What follows belongs to an exercise in optimizing a design on an open flow for small area, a short achievable clock period and few clock cycles; a production flow would make more cautious choices. RTL that was checked went through simulation tests only; none was proved equivalent to the original. Power figures rest on the tool's default switching activity, not on a simulated workload.

Setup of the baseline:
Design cle_xu, start of the top module:
module cle_xu (
    input  wire        clk,
    input  wire        rst,           
    input  wire        in_valid,
    output reg         in_ready,
    input  wire [5:0]  in_op,
    input  wire [2:0]  in_sub,
    input  wire [4:0]  in_qs,         
    input  wire [31:0] in_a,
    input  wire [31:0] in_b,
    input  wire [31:0] in_c,
    output reg         out_valid,
    output reg  [31:0] out_result,
    output reg  [3:0]  out_flags,     
    output reg         out_pred
);
    localparam OP_ADD   = 6'h01, OP_SUB  = 6'h02, OP_MUL   = 6'h03, OP_MAC  = 6'h04,
               OP_MSU   = 6'h05, OP_ACCR = 6'h06, OP_ACCW  = 6'h07, OP_MIN  = 6'h08,
               OP_MAX   = 6'h09, OP_ABS  = 6'h0A, OP_NEG   = 6'h0B, OP_SHV  = 6'h0C,
               OP_AND   = 6'h0D, OP_OR   = 6'h0E, OP_XOR   = 6'h0F, OP_CMP  = 6'h10,
               OP_CLAMP = 6'h12, OP_RATE = 6'h13, OP_DIV   = 6'h14, OP_MOV  = 6'h17;
    localparam [3:0] DIV_ITERS = 4'd8;    
    genvar g;
    reg        v0;
    reg [5:0]  op0;
    reg [2:0]  sub0;
    reg [4:0]  qs0;
    reg [31:0] a0, b0, c0;
    wire accept = in_valid & in_ready;
    reg  rst_q;               
    always @(posedge clk) begin
        rst_q <= rst;
        op0  <= in_op;
        sub0 <= in_sub;
        qs0  <= in_qs;
        a0   <= in_a;
        b0   <= in_b;
        c0   <= in_c;
        v0   <= accept & ~rst;
    end
    wire o_add  = op0 == OP_ADD,  o_sub  = op0 == OP_SUB,  o_mul  = op0 == OP_MUL;
    wire o_mac  = op0 == OP_MAC,  o_msu  = op0 == OP_MSU,  o_accr = op0 == OP_ACCR;
    wire o_accw = op0 == OP_ACCW, o_abs  = op0 == OP_ABS,  o_neg  = op0 == OP_NEG;
  ...
clock: 32.0 ns
lec_check: 0
abc_area: 1
cap_margin: 30
core_margin: 2
core_utilization: 50
slew_margin: 30
standard.sh (not shown) runs the stock make flow with config.mk's settings and CLKGATE_MAP_FILE= SYNTH_SCRIPT=/design/flow/synth_recipe.tcl, a recipe that flattens the netlist after the stock synthesis.
==> flow/flow/run.sh <==
#!/bin/bash
set -uo pipefail
export SETUP_SLACK_MARGIN=25
export BUFFER_PORTS_ARGS="-buffer_cell sky130_fd_sc_hd__buf_2"
bash standard.sh > standard_flow.log 2>&1
What the candidate does differently from the baseline at the input level:
==> flow/flow/run.sh <==
#!/bin/bash
set -uo pipefail
export SETUP_SLACK_MARGIN=24.4
export BUFFER_PORTS_ARGS="-buffer_cell sky130_fd_sc_hd__buf_2"
bash standard.sh > standard_flow.log 2>&1
## What came out
- Ratio of cells with drive above 1 in the final layout (the candidate over the baseline): decrease, 2.3 points
- When the candidate is set beside the baseline, its share of total power in combinational logic turns out to be 1.5 points smaller.
- Relative to the baseline, the minimum clock period of the candidate is higher by 0.15 ns.
- Against the baseline as the reference, the candidate delivers a lower power spent charging and discharging nets.
- Between the candidate and the baseline, the final instance count without filler cells is higher for the baseline.
- The baseline reports its slowest stage cell on the critical path as sky130_fd_sc_hd__dfxtp_4 while the candidate reports sky130_fd_sc_hd__fa_2.
- Vias: the candidate below the baseline
- The candidate: worst setup slack is 0.15 ns lower than what the baseline reported.
- Total power: the candidate below the baseline
- Between the baseline and the candidate, the power dissipated in the clock network does not differ in any meaningful way.
No run of this note included a check of the RTL's function; only the layout flow was run.

* * *

Setup of job 2703:
Another version of the RTL of cle_xu (not shown whole).
Size: ~900 flip-flops, ~150 I/O pins, ~90000 µm² of cells after synthesis.
==> flow/config.mk <==
export PLATFORM = sky130hd
export DESIGN_NAME = cle_xu
export DESIGN_NICKNAME = cle_xu
export VERILOG_FILES = /design/flow/design.v
export SDC_FILE = /design/flow/constraint.sdc
export NUM_CORES = 4
export LEC_CHECK = 0
export CAP_MARGIN = 30
export CORE_MARGIN = 2
export CORE_UTILIZATION = 50
export SLEW_MARGIN = 30
==> flow/constraint.sdc <==
create_clock -name core_clock -period 32.0 [get_ports {clk}]
set_input_delay 6.4000 -clock core_clock [delete_from_list [all_inputs] [get_ports {clk}]]
set_output_delay 6.4000 -clock core_clock [all_outputs]
set_load 0.01 [all_outputs]
==> flow/flow/run.sh <==
#!/bin/bash
set -uo pipefail
export SETUP_SLACK_MARGIN=24.4
export BUFFER_PORTS_ARGS="-buffer_cell sky130_fd_sc_hd__buf_2"
bash standard.sh > standard_flow.log 2>&1
Testbench counts of job 2703, summed over its fixed seeds: cycles 90,420.
### job 2703 -> job 2887
--- a/flow/config.mk
+++ b/flow/config.mk
@@ -6,4 +6,5 @@
 export NUM_CORES = 4
 export LEC_CHECK = 0
+export ABC_AREA = 1
 export CAP_MARGIN = 30
 export CORE_MARGIN = 2
## What came out
Higher time the final worst path needs with I/O delays and setup goes to job 2703 over job 2887.
Delta (job 2887 minus job 2703): critical path depth lower; routability congestion estimate from global placement higher; worst hold slack lower; share of power burned in the clock network higher.
Delta (job 2887 minus job 2703): switching portion of total power fell 2.7 points, wire length on met1 -9000 µm, count of inserted tapcells went down by about 0.6%.
dv_r[3] as the worst setup path endpoint was reported by job 2703, and out_valid by job 2887.
| cell area | lower: job 2887 |
Wire length improves in job 2887 relative to job 2703.
Number of antenna violations at the first check in global routing for job 2887: 20 down relative to job 2703
Looking at highest-delay cell along the critical path, the sky130_fd_sc_hd__dfxtp_2 result is from job 2887; the sky130_fd_sc_hd__xnor2_1 one comes from job 2703.
> inputs changed (job 2887 -> job 5603)
--- a/flow/config.mk
+++ b/flow/config.mk
@@ -9,4 +9,5 @@
 export CAP_MARGIN = 30
 export CORE_MARGIN = 2
-export CORE_UTILIZATION = 50
+export CORE_UTILIZATION = 55
+export PLACE_DENSITY = 0.65
 export SLEW_MARGIN = 30
- Job 5603 finished all stages; the layout is clean.
- Diff job 2887 -> job 5603: count of endpoints failing hold in the final timing report saw little to no change, design area now smaller, worst setup slack before clock tree synthesis down 0.11 ns, first-pass detailed-route iteration total increased by 4 relative to the old numbers, layout buffer count excluding clock buffers now smaller.
- Non-filler instance count after layout came out lower on job 5603 than on job 2887.
The inputs of job 1334 differ from those of job 5603 as listed below.
--- a/flow/config.mk
+++ b/flow/config.mk
@@ -9,5 +9,5 @@
 export CAP_MARGIN = 30
 export CORE_MARGIN = 2
-export CORE_UTILIZATION = 55
-export PLACE_DENSITY = 0.65
+export CORE_UTILIZATION = 50
+export CTS_BUF_LIST = sky130_fd_sc_hd__clkbuf_16 sky130_fd_sc_hd__clkbuf_8 sky130_fd_sc_hd__clkbuf_4
 export SLEW_MARGIN = 30
--- outcome ---
Every stage of the flow completed for job 1334, and the final layout passed the timing, design-rule and antenna checks.
Job 5603 was carried through to the last stage, and its layout satisfied the timing, design-rule and antenna checks.
Looking at job 1334 and job 5603, the net count of the finished layout is a wash.
Higher met3 global-route usage was reported by job 5603, not job 1334.
Comparing total wire length after detailed routing for job 1334 and job 5603, the bigger number came from job 1334.
Input changes introduced in job 5110 (baseline for comparison: job 1334):
==> flow/flow/run.sh <==
#!/bin/bash
set -uo pipefail
export SETUP_SLACK_MARGIN=24.55
export BUFFER_PORTS_ARGS="-buffer_cell sky130_fd_sc_hd__buf_2"
bash standard.sh > standard_flow.log 2>&1
--- a/flow/config.mk
+++ b/flow/config.mk
@@ -10,4 +10,3 @@
 export CORE_MARGIN = 2
 export CORE_UTILIZATION = 50
-export CTS_BUF_LIST = sky130_fd_sc_hd__clkbuf_16 sky130_fd_sc_hd__clkbuf_8 sky130_fd_sc_hd__clkbuf_4
 export SLEW_MARGIN = 30
[summary]
Job 1334 → job 5110: quantity of hold-fixing buffers added after cts saw little to no change; routed wire length saw an increase; switching share of power saw little to no change; register share of the cell area saw little to no change; area growth from synthesis to final layout saw an increase.
Modified inputs, job 3896 compared to job 5110
==> flow/flow/run.sh <==
#!/bin/bash
set -uo pipefail
export SETUP_SLACK_MARGIN=25
export BUFFER_PORTS_ARGS="-buffer_cell sky130_fd_sc_hd__buf_2"
bash standard.sh > standard_flow.log 2>&1
==> comparison <==
Job 3896 finished every step from synthesis to the final layout, and the layout passed the timing, design-rule and antenna checks.
Compared with job 5110, power in job 3896 increased slightly.
Job 3896 against job 5110: number of global-route vias before repair +1199; total instance count after detailed placement has remained practically unchanged; worst hold slack went up; maximum operating frequency has decreased; final clock period utilization by the worst path grew by 0.22 points.
When job 3896 is set beside job 5110, its data arrival time of the worst path turns out to be 0.07 ns larger.

* * *

cle_xu, a different RTL version from the one above (not shown whole).
// cle_xu
module cle_xu (
    input  wire        clk,
    input  wire        rst,           
    input  wire        in_valid,
    output reg         in_ready,
    input  wire [5:0]  in_op,
    input  wire [2:0]  in_sub,
    input  wire [4:0]  in_qs,         
    input  wire [31:0] in_a,
    input  wire [31:0] in_b,
    input  wire [31:0] in_c,
    output reg         out_valid,
    output reg  [31:0] out_result,
    output reg  [3:0]  out_flags,     
    output reg         out_pred
);
clock: 32.0 ns
lec_check: 0
abc_area: 1
cap_margin: 30
core_margin: 2
core_utilization: 46
slew_margin: 30
==> flow/flow/run.sh <==
#!/bin/bash
set -uo pipefail
export SETUP_SLACK_MARGIN=24.4
export BUFFER_PORTS_ARGS="-buffer_cell sky130_fd_sc_hd__buf_2"
bash standard.sh > standard_flow.log 2>&1
Edit:
--- a/flow/flow/run.sh
+++ b/flow/flow/run.sh
@@ -3 +3 @@
-export SETUP_SLACK_MARGIN=24.4
+export SETUP_SLACK_MARGIN=24.25
Settings changed: CORE_UTILIZATION 46 to 50.
- total power drops by about 0.5%
- die area drops by 7.9%
- non-clock buffer count drops by 3
- hold slack is better by 0.033 ns
No functional check of the RTL was part of any run of this note.

* * *

cle_xu with an RTL version that a note above also has.
Size: ~12,000 cells after synthesis, roughly 900 flip-flops, about 150 I/O pins, about 89,000 um^2 of cells after synthesis.
export LEC_CHECK = 0
export ABC_AREA = 1
export CAP_MARGIN = 30
export CORE_MARGIN = 2
export CORE_UTILIZATION = 50
export SLEW_MARGIN = 30
create_clock -name core_clock -period 32.0 [get_ports {clk}]
==> flow/flow/run.sh <==
#!/bin/bash
set -uo pipefail
export SETUP_SLACK_MARGIN=24.25
export BUFFER_PORTS_ARGS="-buffer_cell sky130_fd_sc_hd__buf_2"
bash standard.sh > standard_flow.log 2>&1
The starting point produced a clean layout.
Testbench counts at the start, summed over its fixed seeds: cycles 90,420.
==> next run, changes <==
==> flow/flow/run.sh (replaced) <==
#!/bin/bash
set -uo pipefail
export SETUP_SLACK_MARGIN=25
bash standard.sh > standard_flow.log 2>&1
Effect:
- wire length increases by about 3%
- utilization grows by 2.3 points
- first-iteration DRC count increases by 4.0%
- synthesized area stays the same
- setup slack improved by 0.0061 ns
- cell area grows by about 4%
- final cell count increases by 1.1%
- sequential power hardly moves
- via count climbs by about 1.8%
- non-clock buffer count is higher by 159

* * *

RTL: one of the versions met above, not the one the previous note started from.
For scale: roughly 11,000 cells after synthesis, roughly 890 flip-flops, roughly 150 I/O pins, roughly 89,000 sq um of cells after synthesis.
Settings: LEC_CHECK=0, ABC_AREA=1, CAP_MARGIN=30, CORE_MARGIN=2, CORE_UTILIZATION=50, SLEW_MARGIN=30; clock period 32.0 ns.
==> flow/flow/run.sh <==
#!/bin/bash
set -uo pipefail
export SETUP_SLACK_MARGIN=24.45
export BUFFER_PORTS_ARGS="-buffer_cell sky130_fd_sc_hd__buf_2"
bash standard.sh > standard_flow.log 2>&1
The starting point completed with no timing, DRC or antenna violations.
==> next run, changes <==
--- a/flow/flow/run.sh
+++ b/flow/flow/run.sh
@@ -3 +3 @@
-export SETUP_SLACK_MARGIN=24.45
+export SETUP_SLACK_MARGIN=24.5
Outcome: Die area does not change; sequential power barely changes; via count stays flat; global-route usage barely changes.
Function was not checked in any run of this note: the RTL went through the layout flow alone.

* * *

Another version of the RTL of cle_xu (not shown whole).
Size in the first run: roughly 12000 cells after synthesis, ~900 flip-flops, roughly 150 I/O pins, about 0.091 mm2 of cells after synthesis.
## cle_xu
module cle_xu (
    input  wire        clk,
    input  wire        rst,           
    input  wire        in_valid,
    output reg         in_ready,
    input  wire [5:0]  in_op,
    input  wire [2:0]  in_sub,
    input  wire [4:0]  in_qs,         
    input  wire [31:0] in_a,
    input  wire [31:0] in_b,
    input  wire [31:0] in_c,
    output reg         out_valid,
    output reg  [31:0] out_result,
    output reg  [3:0]  out_flags,     
    output reg         out_pred
);
    localparam OP_ADD   = 6'h01, OP_SUB  = 6'h02, OP_MUL   = 6'h03, OP_MAC  = 6'h04,
               OP_MSU   = 6'h05, OP_ACCR = 6'h06, OP_ACCW  = 6'h07, OP_MIN  = 6'h08,
               OP_MAX   = 6'h09, OP_ABS  = 6'h0A, OP_NEG   = 6'h0B, OP_SHV  = 6'h0C,
               OP_AND   = 6'h0D, OP_OR   = 6'h0E, OP_XOR   = 6'h0F, OP_CMP  = 6'h10,
               OP_CLAMP = 6'h12, OP_RATE = 6'h13, OP_DIV   = 6'h14, OP_MOV  = 6'h17;
    localparam [3:0] DIV_ITERS = 4'd8;    
    reg        v0;
    reg [5:0]  op0;
    reg [2:0]  sub0;
    reg [4:0]  qs0;
    reg [31:0] a0, b0, c0;
    wire accept = in_valid & in_ready;
    reg  rst_q;               
    always @(posedge clk) begin
        rst_q <= rst;
        op0  <= in_op;
        sub0 <= in_sub;
        qs0  <= in_qs;
        a0   <= in_a;
        b0   <= in_b;
        c0   <= in_c;
        v0   <= accept & ~rst;
    end
    wire o_add  = op0 == OP_ADD,  o_sub  = op0 == OP_SUB,  o_mul  = op0 == OP_MUL;
    wire o_mac  = op0 == OP_MAC,  o_msu  = op0 == OP_MSU,  o_accr = op0 == OP_ACCR;
    wire o_accw = op0 == OP_ACCW, o_abs  = op0 == OP_ABS,  o_neg  = op0 == OP_NEG;
    wire o_shv  = op0 == OP_SHV,  o_cmp  = op0 == OP_CMP,  o_clmp = op0 == OP_CLAMP;
    wire o_rate = op0 == OP_RATE, o_div  = op0 == OP_DIV,  o_mov  = op0 == OP_MOV;
    wire mulop = o_mul | o_mac | o_msu;
    wire [63:0] pp_s, pp_c;
    cle_xu_booth u_mul (.a(a0), .b(b0), .s(pp_s), .c(pp_c));
    wire        negA  = o_neg | ((o_abs | o_div) & a0[31]);
    wire [32:0] ax    = {a0[31], a0};
    wire [32:0] bx    = {b0[31], b0};
    wire [32:0] add_x = negA ? 33'd0 : ax;
  ...
clock: 32.0 ns
lec_check: 0
abc_area: 1
cap_margin: 30
core_margin: 2
core_utilization: 50
slew_margin: 30
run.sh (not shown) runs the stock make flow with config.mk's settings and CLKGATE_MAP_FILE= SYNTH_SCRIPT=/design/flow/synth_recipe.tcl, a recipe that flattens the netlist after the stock synthesis.
Stock flow here: none of the scripts above is used.
Then changed:
Settings changed: CORE_UTILIZATION 50 to 30.
=>
- first-iteration DRC count went up by 11%
- global-route usage went down by 16 points
- setup slack got worse by 150 ps
- cell area went up by about 1.8%
- clock-buffer cell count went down by 2
- clock skew went down by 16 ps
- via count went down by 1.5%
- clock power went down by about 4%
- power went up by about 9%
Function was not checked in any run of this note: the RTL went through the layout flow alone.

* * *

== build 23 ==
cle_xu again, from the RTL that the note above started with.
clock: 32.0 ns
lec_check: 0
abc_area: 1
cap_margin: 30
core_margin: 2
core_utilization: 50
slew_margin: 30
standard.sh (not shown) runs the stock make flow with config.mk's settings and CLKGATE_MAP_FILE= SYNTH_SCRIPT=/design/flow/synth_recipe.tcl, a recipe that flattens the netlist after the stock synthesis.
==> flow/flow/run.sh <==
#!/bin/bash
set -uo pipefail
export SETUP_SLACK_MARGIN=25
bash standard.sh > standard_flow.log 2>&1
Inputs modified between build 23 and trial 30:
==> flow/flow/run.sh <==
#!/bin/bash
set -uo pipefail
export SETUP_SLACK_MARGIN=24
bash standard.sh > standard_flow.log 2>&1
Findings:
in_ready as the critical path launch point was reported by build 23, and out_valid by trial 30.
Re fraction of standard cell area that is sequential: trial 30 is 0.42 points up on build 23.
Comparing the two runs side by side, trial 30 comes out ahead of build 23 on worst hold slack.
Looking at final area, trial 30 sits 2.0% lower than build 23 does.
Function was not checked in any run of this note: the RTL went through the layout flow alone.

* * *

Another version of the RTL of cle_xu (not shown whole).
For scale: about 11000 cells after synthesis, ~900 flip-flops.
export LEC_CHECK = 0
export ABC_AREA = 1
export CAP_MARGIN = 30
export CORE_MARGIN = 2
export CORE_UTILIZATION = 50
export SLEW_MARGIN = 30
create_clock -name core_clock -period 32.0 [get_ports {clk}]
==> flow/flow/run.sh <==
#!/bin/bash
set -uo pipefail
export SETUP_SLACK_MARGIN=24.55
export BUFFER_PORTS_ARGS="-buffer_cell sky130_fd_sc_hd__buf_2"
bash standard.sh > standard_flow.log 2>&1
The first run completed without violations.
==> next run, changes <==
--- a/flow/flow/run.sh
+++ b/flow/flow/run.sh
@@ -3 +3 @@
-export SETUP_SLACK_MARGIN=24.55
+export SETUP_SLACK_MARGIN=24.4
After rerunning:
- The changed run completed with no timing, DRC or antenna violations
- die area does not change
- routed wire length is about the same
- global-route usage barely changes
- utilization came out lower by 0.24 points
- design area falls by 0.44%
No run of this note included a check of the RTL's function; only the layout flow was run.

==> re-timing with driven ports <==
Ports are ideal in the flow. The routed layouts listed here were re-timed in OpenROAD.
Step 1: set_driving_cell puts a clkbuf_16 on clk and a buf_2 on each other input, an assumption about the parent block.
Step 2 times the ports against the registers' clock, not the clock port: input delays grow and output delays shrink by t, the midpoint of the rising clock arrivals with the driver on.
Three values: ideal, step 1, step 2; two values: the first two.
run	t, ns	slack for setup (ns)	worst setup path at the end	slew at the worst register clock pin (ns)	cell pins on the clock port's net
the baseline	0.857	24.307 / 24.214 / 24.474	register to register	0.08 / 0.08	1
the candidate	0.882	24.153 / 24.153 / 24.153	register to register	0.09 / 0.09	1
job 2703	0.849	24.197 / 24.197 / 24.197	register to register	0.08 / 0.08	1
job 2887	0.873	24.392 / 24.291 / 24.537	input to register	0.07 / 0.07	1
job 5603	0.862	24.330 / 24.234 / 24.509	input to register	0.07 / 0.07	1
job 1334	0.869	24.392 / 24.291 / 24.541	input to register	0.07 / 0.07	1
job 5110	0.865	24.397 / 24.297 / 24.548	input to register	0.07 / 0.07	1
job 3896	0.859	24.328 / 24.234 / 24.561	input to register	0.07 / 0.07	1
the first run of note 3	0.866	24.287 / 24.200 / 24.446	register to register	0.07 / 0.07	1
the second run of note 3	0.869	24.292 / 24.194 / 24.480	input to register	0.08 / 0.08	1
the first run of note 4	0.868	24.295 / 24.197 / 24.582	register to register	0.07 / 0.07	1
the second run of note 4	0.857	24.301 / 24.209 / 24.261	input to register	0.07 / 0.07	1
the first run of note 5	0.866	24.277 / 24.178 / 24.505	input to register	0.07 / 0.07	1
the second run of note 5	0.867	24.280 / 24.180 / 24.496	input to register	0.07 / 0.07	1
the first run of note 6	0.861	22.848 / 22.848 / 22.848	register to register	0.07 / 0.07	1
the second run of note 6	0.822	22.696 / 22.696 / 22.696	register to register	0.08 / 0.08	1
build 23	0.872	24.325 / 24.227 / 24.147	input to register	0.07 / 0.07	1
trial 30	0.866	24.126 / 24.030 / 24.176	input to register	0.07 / 0.07	1
the first run of note 8	0.871	24.319 / 24.226 / 24.731	register to register	0.07 / 0.07	1
the second run of note 8	0.867	24.324 / 24.228 / 24.344	register to register	0.07 / 0.07	1
After both steps every run listed still meets setup and hold. The setup slack of build 23, which loses most, moves by -0.098 ns with the drivers and by -0.178 ns with both steps.
